From an optimization exercise on the open Yosys and OpenROAD flow, aimed at small area, a short achievable clock period and few clock cycles per item; shortcuts taken in it are not production practice.
Function was not checked in any run shown here: the RTL went through the layout flow alone.

## flow/design.v (module list and top-level ports; edited modules follow where they fit)
// module blk_enc: 1354 lines
module blk_enc (
    input  wire         clk,
    input  wire         rst_n,
    input  wire         in_valid,
    output wire         in_ready,
    input  wire [31:0]  in_data,
    input  wire [4:0]   cfg_fmt,
    input  wire [1:0]   cfg_mode,
    input  wire [31:0]  cfg_seed,
    input  wire [31:0]  cfg_idx,
    output wire         out_valid,
    input  wire         out_ready,
    output wire [15:0]  out_head,
    output wire [255:0] out_elems,
    output wire         out_overflow,
    output wire [5:0]   out_lost
);
  // ...
==> flow/flow/run.sh <==
#!/bin/bash
# Standard layout (the standard.sh: standard synthesis, floorplan, place,
# CTS, route), with the port buffers made of sky130_fd_sc_hd__buf_2 cells
# instead of the resizer's default pick.
set -euo pipefail
export BUFFER_PORTS_ARGS="-buffer_cell sky130_fd_sc_hd__buf_2"
bash standard.sh > standard_flow.log 2>&1
==> flow/standard.sh <==
#!/bin/bash
# synth_recipe.tcl (not shown) runs the flow's synth.tcl, then flattens the netlist and writes it again
# the make line also repeats each setting of config.mk as NAME=value (left out here)
make -C /OpenROAD-flow-scripts/flow DESIGN_CONFIG=/design/flow/config.mk WORK_HOME=/design/flow/orfs CLKGATE_MAP_FILE= SYNTH_SCRIPT=/design/flow/synth_recipe.tcl "${@:-finish}"
==> flow/config.mk <==
export PLATFORM = sky130hd
export DESIGN_NAME = blk_enc
export DESIGN_NICKNAME = blk_enc
export VERILOG_FILES = /design/flow/design.v
export SDC_FILE = /design/flow/constraint.sdc
export NUM_CORES = 4
export LEC_CHECK = 0
export CAP_MARGIN = 20
export CORE_MARGIN = 2
export CORE_UTILIZATION = 40
export CTS_CLUSTER_DIAMETER = 100
export CTS_CLUSTER_SIZE = 20
export PLACE_DENSITY = 0.6
export SLEW_MARGIN = 20
==> flow/constraint.sdc <==
create_clock -name core_clock -period 30.0 [get_ports {clk}]
set_input_delay 6.0000 -clock core_clock [delete_from_list [all_inputs] [get_ports {clk}]]
set_output_delay 6.0000 -clock core_clock [all_outputs]
set_load 0.01 [all_outputs]
==> flow_summary_export.csv, run 1 <==
group,metric,value,unit
global_routing,grt_max_degree,82,
routing,drtIter0Drc,2376,
finish,fillCellCount,15030,
synthesis,async_reset_ff_share,0,%
timing,relSlewSlack,28.86,%
worst_hold_path,holdPathStages,0,
synthesis,ys_top_cells_by_area,"dfxtp_1 33%, edfxtp_1 28%, fa_1 10%",
floorplanning,die_w,413.4,µm
synthesis,synth_common_cells,"1112 x dfxtp_1, 624 x edfxtp_1, 532 x inv_1",
run_status,status,"complete, no violations",
global_routing,grt-busiest-layer,"met2",
synthesis,syn_area_per_cell,13.47,µm²
timing,finalSetupViolCount,0,
floorplanning,die_y,413.4,µm
cts,clk_pin_slew_worst_paths,0.09,ns
place,dp.cells,7514,
global_routing,globalRouteMet1Util,23.30,%
routing,vias,36980,
critical_path,crit_family,"compound AO/OA/AOI/OAI gates",
finish,largest_class,"flip-flops and latches",
finish,top_register,"ring",
cts,clk_latency,0.77,ns
worst_hold_path,hp-class,"reg2reg",
finish,inverters,533,
critical_path,reg2regPathDepth,31,
synthesis,synth_top_area_share,33.21,%
floorplanning,start_util,40.18,%
finish,buffers,427,
timing,skew,0.06078,ns
finish,multi_input_area,23770,µm²
finish,buf_share,3.016,%
critical_path,worstPathArrival,8.60,ns
finish,syn2layout_area_growth,11.66,%
==> run 2, diff against run 1 <==
--- a/flow/design.v
+++ b/flow/design.v
@@ -12,17 +12,17 @@
     input  wire         out_ready,
     output wire [15:0]  out_head,
     output wire [255:0] out_elems,
     output wire         out_overflow,
     output wire [5:0]   out_lost
 );
     localparam [31:0] C0 = 32'h9E3779B9;
     localparam [1:0] MODE_RNE = 2'd0, MODE_RTZ = 2'd1, MODE_SR = 2'd2;
-    localparam integer NC = 33;              
+    localparam integer NC = 34;              
     integer i;
     function [1:0] f_m;                      
         input [4:0] f;
         case (f)
             5'h0A, 5'h0D, 5'h0B, 5'h0F: f_m = 2'd3;
             5'h0E, 5'h10:               f_m = 2'd2;
             default:                    f_m = 2'd1;
         endcase
@@ -1022,68 +1022,69 @@
             t381 = t269 ^ t324 ^ t325;
             t382 = (t269 & t324) | (t325 & (t269 ^ t324));
             a = {t380, t378, t376, t374, t372, t370, t368, t366, t364, t362, t360, t358, t356, t354, t352, t350, t348, t346, t344, t342, t340, t338, t336, t334, t332, t330, t328, t271, x[3], x[2], x[1], x[0]};
             b = {t381, t379, t377, t375, t373, t371, t369, t367, t365, t363, t361, t359, t357, t355, t353, t351, t349, t347, t345, t343, t341, t339, t337, t335, t333, t331, t329, t327, x[1], x[0], 1'b0, 1'b0};
             mul_c2 = add32(a, b);
         end
     endfunction
     reg  [5:0]  ph;           
+    reg  [5:0]  wl;           
     reg  [5:0]  in_lab;       
     reg  [5:0]  rd_lab;       
     reg  [5:0]  cnt;          
+    reg  [5:0]  cav;          
     reg  [4:0]  in_j;         
     reg  [4:0]  rd_j;         
     reg         in_ready_r;
-    reg         skid_full;    
     reg         out_valid_r;
     reg  [4:0]  out_j;        
-    wire adv      = !skid_full;
-    wire fire     = in_valid && in_ready_r;
-    wire rd_go    = (cnt > {1'b0, in_j}) && (ph == rd_lab) && adv;
-    wire w0       = (in_j == 5'd0);
-    wire complete = fire && (in_j == 5'd31);
-    wire [5:0] ph_inc = (ph == NC - 1) ? 6'd0 : ph + 6'd1;
+    reg  [1:0]  sk_cnt;       
+    reg         v1, v2;       
+    wire       room     = !((sk_cnt == 2'd3) || (sk_cnt == 2'd2 && (v1 || v2)) ||
+                            (sk_cnt == 2'd1 && v1 && v2));
+    wire       fire     = in_valid && in_ready_r;
+    wire       rd_go    = (cav != 6'd0) && (ph == rd_lab) && room;
+    wire       w0       = (in_j == 5'd0);
+    wire       complete = fire && (in_j == 5'd31);
+    wire [5:0] ph_inc   = (ph == NC - 1) ? 6'd0 : ph + 6'd1;
+    wire [5:0] wl_inc   = (wl == NC - 1) ? 6'd0 : wl + 6'd1;
     reg  [32*NC-1:0] ring;
     wire [31:0]      slot0 = ring[31:0];
-    wire [31:0]      slotl = ring[32*NC-1 -: 32];
+    wire [31:0]      slotl = ring[32*NC-1 -: 32];         
+    wire [31:0]      slotw = ring[32*NC-33 -: 32];        
     always @(posedge clk)
-        ring <= {fire ? in_data : slot0, ring[32*NC-1:32]};
+        ring <= {slot0, fire ? in_data : slotl, ring[32*NC-33:32]};
     reg  [4:0]  fmt_in, fmt_blk;
     reg  [1:0]  mode_in, mode_blk;
     reg         lf;           
     reg  [4:0]  lj;           
     reg  [9:0]  fmx, bmx;     
     reg         fnz, bnz;     
     reg         r_nan, r_inf;
-    reg  [1:0]  hg [0:3];     
+    reg  [8:0]  hk [0:3];     
     reg  [3:0]  zf;           
     reg  [8:0]  hm;           
     reg         f_any, f_nan, f_inf;
-    wire        w_ff  = (slotl[30:23] == 8'hFF);
-    wire        w_nan = w_ff && (slotl[22:0] != 23'd0);
-    wire        w_inf = w_ff && (slotl[22:0] == 23'd0);
-    wire        w_nz  = !w_ff && (slotl[30:0] != 31'd0);
-    wire [9:0]  w_key = okeyf(slotl[30:0], f_sigm(fmt_in));
+    wire        w_ff  = (slotw[30:23] == 8'hFF);
+    wire        w_nan = w_ff && (slotw[22:0] != 23'd0);
+    wire        w_inf = w_ff && (slotw[22:0] == 23'd0);
+    wire        w_nz  = !w_ff && (slotw[30:0] != 31'd0);
+    wire [9:0]  w_key = okeyf(slotw[30:0], f_sigm(fmt_in));
     wire        ff    = (lj[2:0] == 3'd0);
     wire        fb    = (lj == 5'd0);
     wire        nfnz  = (!ff && fnz) || w_nz;
     wire        nbnz  = (!fb && bnz) || w_nz;
     wire        fsel  = w_nz && (ff || !fnz || w_key > fmx);
     wire        bsel  = w_nz && (fb || !bnz || w_key > bmx);
     wire [9:0]  nfmx  = fsel ? w_key : fmx;
     wire [9:0]  nbmx  = bsel ? w_key : bmx;
     wire [8:0]  w_dk  = dkey(w_key);
     wire [8:0]  nfdk  = fsel ? w_dk : dkey(fmx);
     wire [8:0]  nbdk  = bsel ? w_dk : dkey(bmx);
-    wire [8:0]  bdk   = dkey(bmx);
-    wire [8:0]  w_up  = w_dk - bdk;
-    wire [1:0]  g_up  = (!bsel || fb || !bnz) ? 2'd0 : ((w_up > 9'd3) ? 2'd3 : w_up[1:0]);
-    wire [8:0]  f_gap = nbdk - nfdk;
-    wire [1:0]  g_end = (f_gap > 9'd3) ? 2'd3 : f_gap[1:0];
     wire        nnan  = (!fb && r_nan) || w_nan;
     wire        ninf  = (!fb && r_inf) || w_inf;
     always @(posedge clk) begin
         if (w0) begin
             fmt_in  <= cfg_fmt;
             mode_in <= cfg_mode;
         end
         if (lf && lj == 5'd31) begin
@@ -1092,21 +1093,18 @@
         end
         if (lf) begin
             fmx   <= nfmx;
             fnz   <= nfnz;
             bmx   <= nbmx;
             bnz   <= nbnz;
             r_nan <= nnan;
             r_inf <= ninf;
-            for (i = 0; i < 3; i = i + 1)
-                if (i < lj[4:3])
-                    hg[i] <= ({1'b0, hg[i]} + {1'b0, g_up} > 3'd3) ? 2'd3 : hg[i] + g_up;
             if (lj[2:0] == 3'd7) begin
-                hg[lj[4:3]] <= g_end;
+                hk[lj[4:3]] <= nfdk;
                 zf[lj[4:3]] <= !nfnz;
             end
             if (lj == 5'd31) begin
                 hm    <= nbdk;
                 f_any <= nbnz;
                 f_nan <= nnan;
                 f_inf <= ninf;
             end
@@ -1128,86 +1126,102 @@
             mcnt <= 5'd0;
         end else if (!w0 && mcnt != 5'd30) begin
             ma   <= msum[32:1];
             mq   <= {msum[0], mq[31:1]};
             mcnt <= mcnt + 5'd1;
         end
     end
     reg  [31:0] hpre;
-    assign      ld_hpre = (rd_go && rd_j == 5'd31 && cnt == NC) || (lf && lj == 5'd31 && cnt == 6'd32);
+    wire        ld_a = rd_go && rd_j == 5'd31 && cav == 6'd33;
+    wire        ld_b = lf && lj == 5'd31 && cav == 6'd32;
+    assign      ld_hpre = ld_a || ld_b;
     always @(posedge clk) begin
         if (ld_hpre)
             hpre <= h_base;
         else if (rd_go)
             hpre <= add32(hpre, C0);
     end
     wire       out_free = !out_valid_r || out_ready;
-    reg        v1, v2;
-    wire       sk_hold     = out_valid_r && (skid_full || v2);    
-    wire       skid_full_n = sk_hold && !out_ready;
-    wire [5:0] cnt_p0      = cnt - {5'd0, rd_go};
-    wire [5:0] cnt_p1      = cnt + 6'd1 - {5'd0, rd_go};
-    wire [5:0] cnt_n       = fire ? cnt_p1 : cnt_p0;
-    wire [5:0] in_lab_n    = fire ? ph_inc : in_lab;
-    wire [5:0] rd_lab_n    = rd_go ? ph_inc : ((cnt == 6'd0) ? ph : rd_lab);
-    wire       ir_f1       = (cnt_p1 != NC) || !sk_hold;                  
-    wire       ir_f0       = (cnt_p0 == 6'd0) ||
-                             ((ph_inc == in_lab) && ((cnt_p0 != NC) || !sk_hold));
-    wire       ir_f0r      = (cnt_p0 == 6'd0) || (ph_inc == in_lab);
-    wire       in_ready_n  = fire ? (ir_f1 || out_ready) : (out_ready ? ir_f0r : ir_f0);
+    wire       o_j0     = (out_j == 5'd0);
+    wire       out_can  = !o_j0 || out_free;
+    wire       sk_any   = (sk_cnt != 2'd0);
+    wire       sk_pop   = sk_any && out_can;
+    wire       sk_push  = v2 && (sk_any || !out_can);
+    wire [5:0] cnt_p0   = cnt - {5'd0, rd_go};
+    wire [5:0] cnt_p1   = cnt + 6'd1 - {5'd0, rd_go};
+    wire [5:0] cnt_n    = fire ? cnt_p1 : cnt_p0;
+    wire [5:0] in_lab_n = fire ? wl_inc : in_lab;
+    wire [5:0] rd_lab_n = rd_go ? ph_inc : ((cnt == 6'd0) ? wl : rd_lab);
+    wire [4:0] in_j_n   = fire ? in_j + 5'd1 : in_j;
+    wire [4:0] rd_j_n   = rd_go ? rd_j + 5'd1 : rd_j;
+    wire       hb_pend_n = complete || (hb_pend && !ld_hpre);
+    wire [5:0] cav_n    = cav + (complete ? 6'd32 : 6'd0) - {5'd0, rd_go};
+    wire [1:0] sk_max_n = sk_cnt + {1'b0, v2 && (sk_any || (o_j0 && out_valid_r))}
+                                 - {1'b0, sk_any && !o_j0};
+    wire       room_p   = !((sk_max_n == 2'd3) || (sk_max_n == 2'd2 && (rd_go || v1)) ||
+                            (sk_max_n == 2'd1 && rd_go && v1));
+    wire       ldb_n    = complete && (cav_n == 6'd32);
+    wire       w0_ok    = !(in_j_n == 5'd0) || !hb_pend_n || room_p || ldb_n;
+    wire       in_ready_n = ((cnt_n == 6'd0) || ((wl_inc == in_lab_n) && (cnt_n != NC))) && w0_ok;
     always @(posedge clk) begin
         if (!rst_n) begin
             ph         <= 6'd0;
+            wl         <= NC - 1;
             in_lab     <= 6'd0;
             rd_lab     <= 6'd0;
             cnt        <= 6'd0;
+            cav        <= 6'd0;
             in_j       <= 5'd0;
             rd_j       <= 5'd0;
             in_ready_r <= 1'b0;
-            skid_full  <= 1'b0;
             lf         <= 1'b0;
             hb_pend    <= 1'b0;
+            v1         <= 1'b0;
+            v2         <= 1'b0;
         end else begin
             ph         <= ph_inc;
+            wl         <= wl_inc;
             in_lab     <= in_lab_n;
             rd_lab     <= rd_lab_n;
             cnt        <= cnt_n;
-            in_j       <= fire ? in_j + 5'd1 : in_j;
-            hb_pend    <= complete || (hb_pend && !ld_hpre);
-            rd_j       <= rd_j + {4'd0, rd_go};
+            cav        <= cav_n;
+            in_j       <= in_j_n;
+            rd_j       <= rd_j_n;
             in_ready_r <= in_ready_n;
-            skid_full  <= skid_full_n;
             lf         <= fire;
+            hb_pend    <= hb_pend_n;
+            v1         <= rd_go;
+            v2         <= v1;
         end
         lj <= in_j;
     end
     reg  [15:0] c_head;
     reg         c_ovf;
     reg         c_spec;       
     reg  [8:0]  c_zbm;        
     reg  [1:0]  c_m3;         
     reg  [1:0]  c_m;
     reg  [1:0]  c_sbit;
     reg  [1:0]  c_mode;
     wire [3:0]  p_emax = f_emax(fmt_blk);
     wire [8:0]  p_lk   = {5'd0, p_emax} + 9'd22;
     wire [8:0]  p_hc   = (hm > p_lk) ? hm : p_lk;           
     wire [7:0]  p_scale = p_hc[7:0] - 8'd22 - {4'd0, p_emax};
-    wire [8:0]  p_lg   = p_lk - hm;
-    wire [1:0]  p_hcd  = (hm >= p_lk) ? 2'd0 : ((p_lg > 9'd3) ? 2'd3 : p_lg[1:0]);
     reg  [1:0]  p_sh [0:3];
+    reg  [8:0]  p_dif;
     always @(*)
         for (i = 0; i < 4; i = i + 1) begin
+            p_dif = p_hc - hk[i];
             if (!f_bead(fmt_blk) || zf[i])
                 p_sh[i] = 2'd0;
-            else if ({1'b0, p_hcd} + {1'b0, hg[i]} > 3'd3)
+            else if (p_dif > 9'd3)
                 p_sh[i] = 2'd3;
             else
-                p_sh[i] = p_hcd + hg[i];
+                p_sh[i] = p_dif[1:0];
         end
     always @(posedge clk)
         if (rd_go && rd_j == 5'd0) begin
             if (f_nan || f_inf) begin
                 c_head <= 16'h00FF;
                 c_ovf  <= f_inf;
                 c_spec <= 1'b1;
             end else if (!f_any) begin
@@ -1220,35 +1234,27 @@
                 c_spec <= 1'b0;
             end
             c_zbm  <= p_hc + 9'd5 - {5'd0, p_emax} - {5'd0, f_bias(fmt_blk)} - {7'd0, f_m(fmt_blk)};
             c_m3   <= 2'd3 - f_m(fmt_blk);
             c_m    <= f_m(fmt_blk);
             c_sbit <= f_sbit(fmt_blk);
             c_mode <= mode_blk;
         end
-    reg  [31:0] d1;
     reg  [31:0] g1;
     reg  [1:0]  fac1;
     wire [31:0] hx0 = hpre ^ (hpre >> 16);
     wire [31:0] hm1 = mul_c1(hx0);
     always @(posedge clk) begin
-        if (!rst_n)
-            v1 <= 1'b0;
-        else if (adv)
-            v1 <= rd_go;
-        if (adv) begin
-            d1   <= slot0;
-            g1   <= hm1 ^ (hm1 >> 13);
-            fac1 <= rd_j[4:3];
-        end
+        g1   <= hm1 ^ (hm1 >> 13);
+        fac1 <= rd_j[4:3];
     end
-    wire        a_sign = d1[31];
-    wire [7:0]  a_exp  = d1[30:23];
-    wire [23:0] a_s    = {(a_exp != 8'd0), d1[22:0]};
+    wire        a_sign = slotl[31];
+    wire [7:0]  a_exp  = slotl[30:23];
+    wire [23:0] a_s    = {(a_exp != 8'd0), slotl[22:0]};
     wire [7:0]  a_expc = (a_exp == 8'd0) ? 8'd1 : a_exp;
     wire        a_nz   = (a_s != 24'd0);
     wire [4:0]  a_lz   = msb24(a_s);
     wire [4:0]  a_tz   = tz24(a_s);
     wire [1:0]  a_sh   = c_head[8 + 2*fac1 +: 2];
     wire signed [10:0] a_dd = $signed({2'b00, c_zbm}) - $signed({9'd0, a_sh}) - $signed({3'b000, a_expc});
     wire signed [10:0] a_lm = $signed({6'd0, a_lz}) + $signed({9'd0, c_m3});
     wire signed [10:0] a_mx = (a_dd > a_lm) ? a_dd : a_lm;
@@ -1259,32 +1265,26 @@
     wire [31:0] hm2 = mul_c2(g1);
     reg  [23:0] s2_s;
     reg         s2_sign, s2_rest, s2_nz, s2_spec;
     reg  [5:0]  s2_sa;
     reg  [6:0]  s2_eb;
     reg  [1:0]  s2_mode, s2_sbit;
     reg  [31:0] g2;
     always @(posedge clk) begin
-        if (!rst_n)
-            v2 <= 1'b0;
-        else if (adv)
-            v2 <= v1;
-        if (adv) begin
-            s2_s    <= a_s;
-            s2_sign <= a_sign;
-            s2_rest <= a_rest;
-            s2_nz   <= a_nz;
-            s2_spec <= c_spec;
-            s2_sa   <= a_sa;
-            s2_eb   <= {2'b00, a_ebase} << c_m;
-            s2_mode <= c_mode;
-            s2_sbit <= c_sbit;
-            g2      <= hm2;
-        end
+        s2_s    <= a_s;
+        s2_sign <= a_sign;
+        s2_rest <= a_rest;
+        s2_nz   <= a_nz;
+        s2_spec <= c_spec;
+        s2_sa   <= a_sa;
+        s2_eb   <= {2'b00, a_ebase} << c_m;
+        s2_mode <= c_mode;
+        s2_sbit <= c_sbit;
+        g2      <= hm2;
     end
     wire [58:0] b_r    = {s2_s, 35'd0} >> s2_sa;
     wire [3:0]  b_q    = b_r[35:32];
     wire [31:0] b_fr   = b_r[31:0];
     wire        b_upn  = b_fr[31] && (s2_rest || b_q[0]);
     wire [31:0] b_g    = g2 ^ (g2 >> 16);        
     wire        b_ups  = lt32(b_g, b_fr);
     wire        b_up   = (s2_mode == MODE_RNE) ? b_upn :
@@ -1301,46 +1301,53 @@
                 c_code0[{s2_sbit, 1'b1}] = s2_sign;
             end
             c_code1 = {1'b0, c_mag1};
             c_code1[{s2_sbit, 1'b1}] = s2_sign;
         end
     end
     wire [7:0]  c_code = b_up ? c_code1 : c_code0;
     wire        c_lost = !s2_spec && s2_nz && (b_q == 4'd0) && !b_up;
-    reg  [7:0]   sk_code;
-    reg          sk_lost;
+    reg  [8:0]   sk [0:2];
+    reg  [1:0]   sk_rp, sk_wp;
     reg  [15:0]  head_r;
     reg  [255:0] elems_r;
     reg          ovf_r;
     reg  [5:0]   lost_r;
-    wire         o_any  = skid_full || v2;
-    wire         o_j0   = (out_j == 5'd0);
+    wire [8:0]   sk_head = sk[sk_rp];
+    wire         o_any  = sk_any || v2;
     wire         o_wr0  = o_j0 && o_any && out_free;       
     wire         o_wrn  = !o_j0 && o_any;                  
     wire         o_wr   = o_wr0 || o_wrn;
-    wire [7:0]   o_code = skid_full ? sk_code : c_code;
-    wire         o_lost = skid_full ? sk_lost : c_lost;
+    wire [7:0]   o_code = sk_any ? sk_head[8:1] : c_code;
+    wire         o_lost = sk_any ? sk_head[0]   : c_lost;
     always @(posedge clk) begin
         if (!rst_n) begin
             out_valid_r <= 1'b0;
             out_j       <= 5'd0;
+            sk_cnt      <= 2'd0;
+            sk_rp       <= 2'd0;
+            sk_wp       <= 2'd0;
         end else begin
             out_valid_r <= (o_any && out_j == 5'd31) || (out_valid_r && !out_ready);
             if (o_wr)
                 out_j <= out_j + 5'd1;
-        end
-        if (!skid_full && v2 && !out_free) begin
-            sk_code <= c_code;
-            sk_lost <= c_lost;
-        end
+            sk_cnt <= sk_cnt + {1'b0, sk_push} - {1'b0, sk_pop};
+            if (sk_push)
+                sk_wp <= (sk_wp == 2'd2) ? 2'd0 : sk_wp + 2'd1;
+            if (sk_pop)
+                sk_rp <= (sk_rp == 2'd2) ? 2'd0 : sk_rp + 2'd1;
+        end
+        for (i = 0; i < 3; i = i + 1)
+            if (sk_push && sk_wp == i)
+                sk[i] <= {c_code, c_lost};
         if (o_wr0)
             elems_r[7:0] <= o_code;
         for (i = 1; i < 32; i = i + 1)
-            if (o_any && out_j == i)
+            if (o_wrn && out_j == i)
                 elems_r[8*i +: 8] <= o_code;
         if (o_wr0) begin
             head_r <= c_head;
             ovf_r  <= c_ovf;
             lost_r <= {5'd0, o_lost};
         end
         if (o_wrn)
             lost_r <= lost_r + {5'd0, o_lost};
==> run 2 against run 1 <==
Against the previous run: setup slack better by 0.65 ns; via count increased by 1.9%; final cell count grew 3.0%; synthesized area rose by 0.92%; largest cell class unchanged; count of clock-buffer cells in the layout fell by 3.
==> flow_summary_export.csv, run 2 <==
group,metric,value,unit
run_status,status,"complete, no violations",
critical_path,endpoint_kind,"primary output",
timing,min_period,7.449,ns
cts,cts_max_level,3,
finish,fillCellCount,15100,
cts,clk_pin_slew_worst_paths,0.09,ns
cts,ctsResizeCount,0,
timing,tightest_slew,1.084,ns
timing,fin_ws,22.55,ns
critical_path,worstPathMaxFanout,1,
floorplanning,row_count,150,
critical_path,path_buf_inv,1,
synthesis,synth_most_common_cell,"dfxtp_1",
critical_path,slowest_stage,"edfxtp_1",
finish,instances_no_fill,7906,
global_routing,grt_usage,16.36,%
cts,numCtsBuffers,102,
cts,clk_latency,0.75,ns
place,hpwlAfterDp,105.9,mm
timing,tns,0,ns
synthesis,yosysWarnings,3,
place,dp_slack,21.92,ns
routing,vias,37700,
finish,drive_gt1_share,11.28,%
floorplanning,pin_count,388,
synthesis,ys_ff_latch,1799,
critical_path,worstPathArrival,1.45,ns
timing,whs,0.2985,ns
finish,nets,6449,
timing,skew,0.04461,ns
routing,wire_per_inst,17.95,µm
place,dp.cells,7753,
global_routing,grt_max_degree,80,
synthesis,ys_top_cells_by_area,"dfxtp_1 38%, edfxtp_1 23%, fa_1 10%",
synthesis,synth_area_leader_cell,"dfxtp_1",
place,gp_congestion,0.8972,
critical_path,crit_type,"reg2out",
cts,post_cts_buffers,0,
synthesis,syn_area_per_cell,12.94,µm²
global_routing,grt_pass1_vias,38160,
routing,vias_per_cell,4.768,
timing,fin_crit_sh,24.83,%
global_routing,overflow,0,
synthesis,syn-cell-area,67650,µm²
synthesis,synthDistinctLibCells,82,
synthesis,async_reset_ff_share,0,%
worst_hold_path,hp-class,"reg2reg",
cts,cts_sinks,1799,
routing,drtIter0Drc,2303,
synthesis,synth-seq-area-share,61.03,%
place,io_buffer_count,387,
synthesis,synth_cells,5229,
timing,fmax,134.3,MHz
floorplanning,start_util,40.36,%
synthesis,synth_top_area_share,37.64,%
critical_path,crit_chain,"buf_2",
routing,wl,141.9,mm
synthesis,synth_edf_count,527,
critical_path,crit_family,"flip-flops",
floorplanning,coreArea,167600,µm²
timing,rsz0062_at_grt,"false",
finish,mostFrequentLayoutCell,"dfxtp_1",
global_routing,antenna_found_initial,5,
critical_path,critPathRequiredTime,24.00,ns
cts,cts_buffer_depth,3,
floorplanning,dieArea,172400,µm²
timing,slew_viol_final,0,
routing,ant_nets,0,
finish,multi_input_area,23960,µm²
timing,relSlewSlack,27.47,%
cts,clockRootBuffer,"clkbuf_16",
synthesis,synth_common_cells,"1272 x dfxtp_1, 540 x inv_1, 527 x edfxtp_1",
finish,top_register,"ring",
cts,cts.hold.buffers_added,0,
synthesis,synthFlopType,"dfxtp_1",
cts,cts_tree,"done",
finish,final_cell_mix,"1272 x dfxtp_1, 540 x inv_1, 527 x edfxtp_1, 404 x nand2_1, 387 x buf_2",
timing,finalSetupViolCount,0,
routing,drt_first_pass_iters,5,
floorplanning,die_w,415.2,µm
routing,post-route-drc-count,0,
finish,largest_register_ffs,1088,
timing,hold_viol,0,
run,max_cap_violations,0,
floorplanning,die_y,415.2,µm
finish,syn2layout_area_growth,11.30,%
global_routing,grt_pass1_wl,219.7,mm
critical_path,crit_path_max_incr_delay,0.48,ns
finish,seqCellArea,41290,µm²
critical_path,start_kind,"flop",
[run 2: cell count changes after synthesis, moves of 15 or more]
cell      previous run  this run
a211oi_1            24        48
a21oi_1            171       189
dfxtp_1           1112      1272
edfxtp_1           624       527
ha_1               332       347
mux2_2              73        42
mux2i_1             39        58
nand2_1            311       405
nor2_1             223       276
nor2b_1             55        40
o211ai_1            24         5
o21ai_0            109       160
[run 2: through the flow]
stage	area [µm²]	utilization, %
2_1_floorplan	67650	-
3_3_place_gp	72280	43.13
3_5_place_dp	72290	43.14
4_1_cts	75280	44.92
5_1_grt	75280	44.92
6_report	75290	44.92
[run 2: routing by layer]
layer | vias up | GRT usage [%] | wire length [µm]
met3 | 196 | 2.572 | 6742
li1 | 18290 | - | -
met2 | 885 | 27.44 | 67160
met5 | - | 0 | 0
met1 | 18320 | 21.26 | 63160
met4 | 0 | 6.266 | 4886
[run 2: logic make-up (layout without fill, tap and decap cells)]
kind of cell    count (synthesis)  count (layout)  share of synthesized area, %
flops                        1799            1799                         61.03
simple gates                 1018            1018                         6.834
fa+ha+maj                     689             689                         16.54
compound gates                686             686                         6.479
buf+inv                       653            1121                         3.681
xor+xnor                      272             272                         3.521
mux                           111             111                         1.907
other cells                     1               6                      0.005543
[run 2: final timing paths]
kind                            slack [ns]           endpoint                 start  cells after the start
worst max register to register       22.60     g1[18]$_DFF_P_    hpre[27]$_DFFE_PP_                     26
worst max-delay path                 22.55       out_elems[0]  elems_r[0]$_DFFE_PP_                      1
worst min-delay path                  0.30  ring[308]$_DFF_P_     ring[340]$_DFF_P_                      0
worst min register to register        0.30  ring[308]$_DFF_P_     ring[340]$_DFF_P_                      0
[run 2: cell type report]
cell class / count / share of cell area (%)
sequential: 1799 / 54.84
multi-input combinational: 2778 / 31.83
clock buffer: 138 / 3.681
tap: 2204 / 3.663
timing repair buffer: 427 / 2.971
inverter: 545 / 2.717
clock inverter: 11 / 0.2875
antenna: 4 / 0.01329

## what the ideal ports hide
The flow's constraints put no driver on any port. The routed layouts listed below were extracted and timed again, unchanged, in two steps.
Step 1: set_driving_cell puts a clkbuf_16 on clk and a buf_2 on each other input, an assumption about the parent block.
Step 2, shift: input delay + t, output delay - t, t = (earliest + latest rising clock arrival at the registers) / 2. This alone moves slack from input paths to output paths.
Three values: ideal, step 1, step 2; two values: the first two.
| run | t (ns) | setup WS [ns] | hold slack, ns |
|---|---|---|---|
| run 1 | 0.819 | 21.904 / 21.904 / 21.904 | 0.303 / 0.303 / 0.303 |
| run 2 | 0.814 | 22.551 / 22.470 / 21.901 | 0.299 / 0.299 / 0.299 |
After both steps setup and hold are still met in every run listed. For run 2, which loses most, drivers alone change the setup slack by -0.081 ns; drivers and shift together by -0.650 ns.
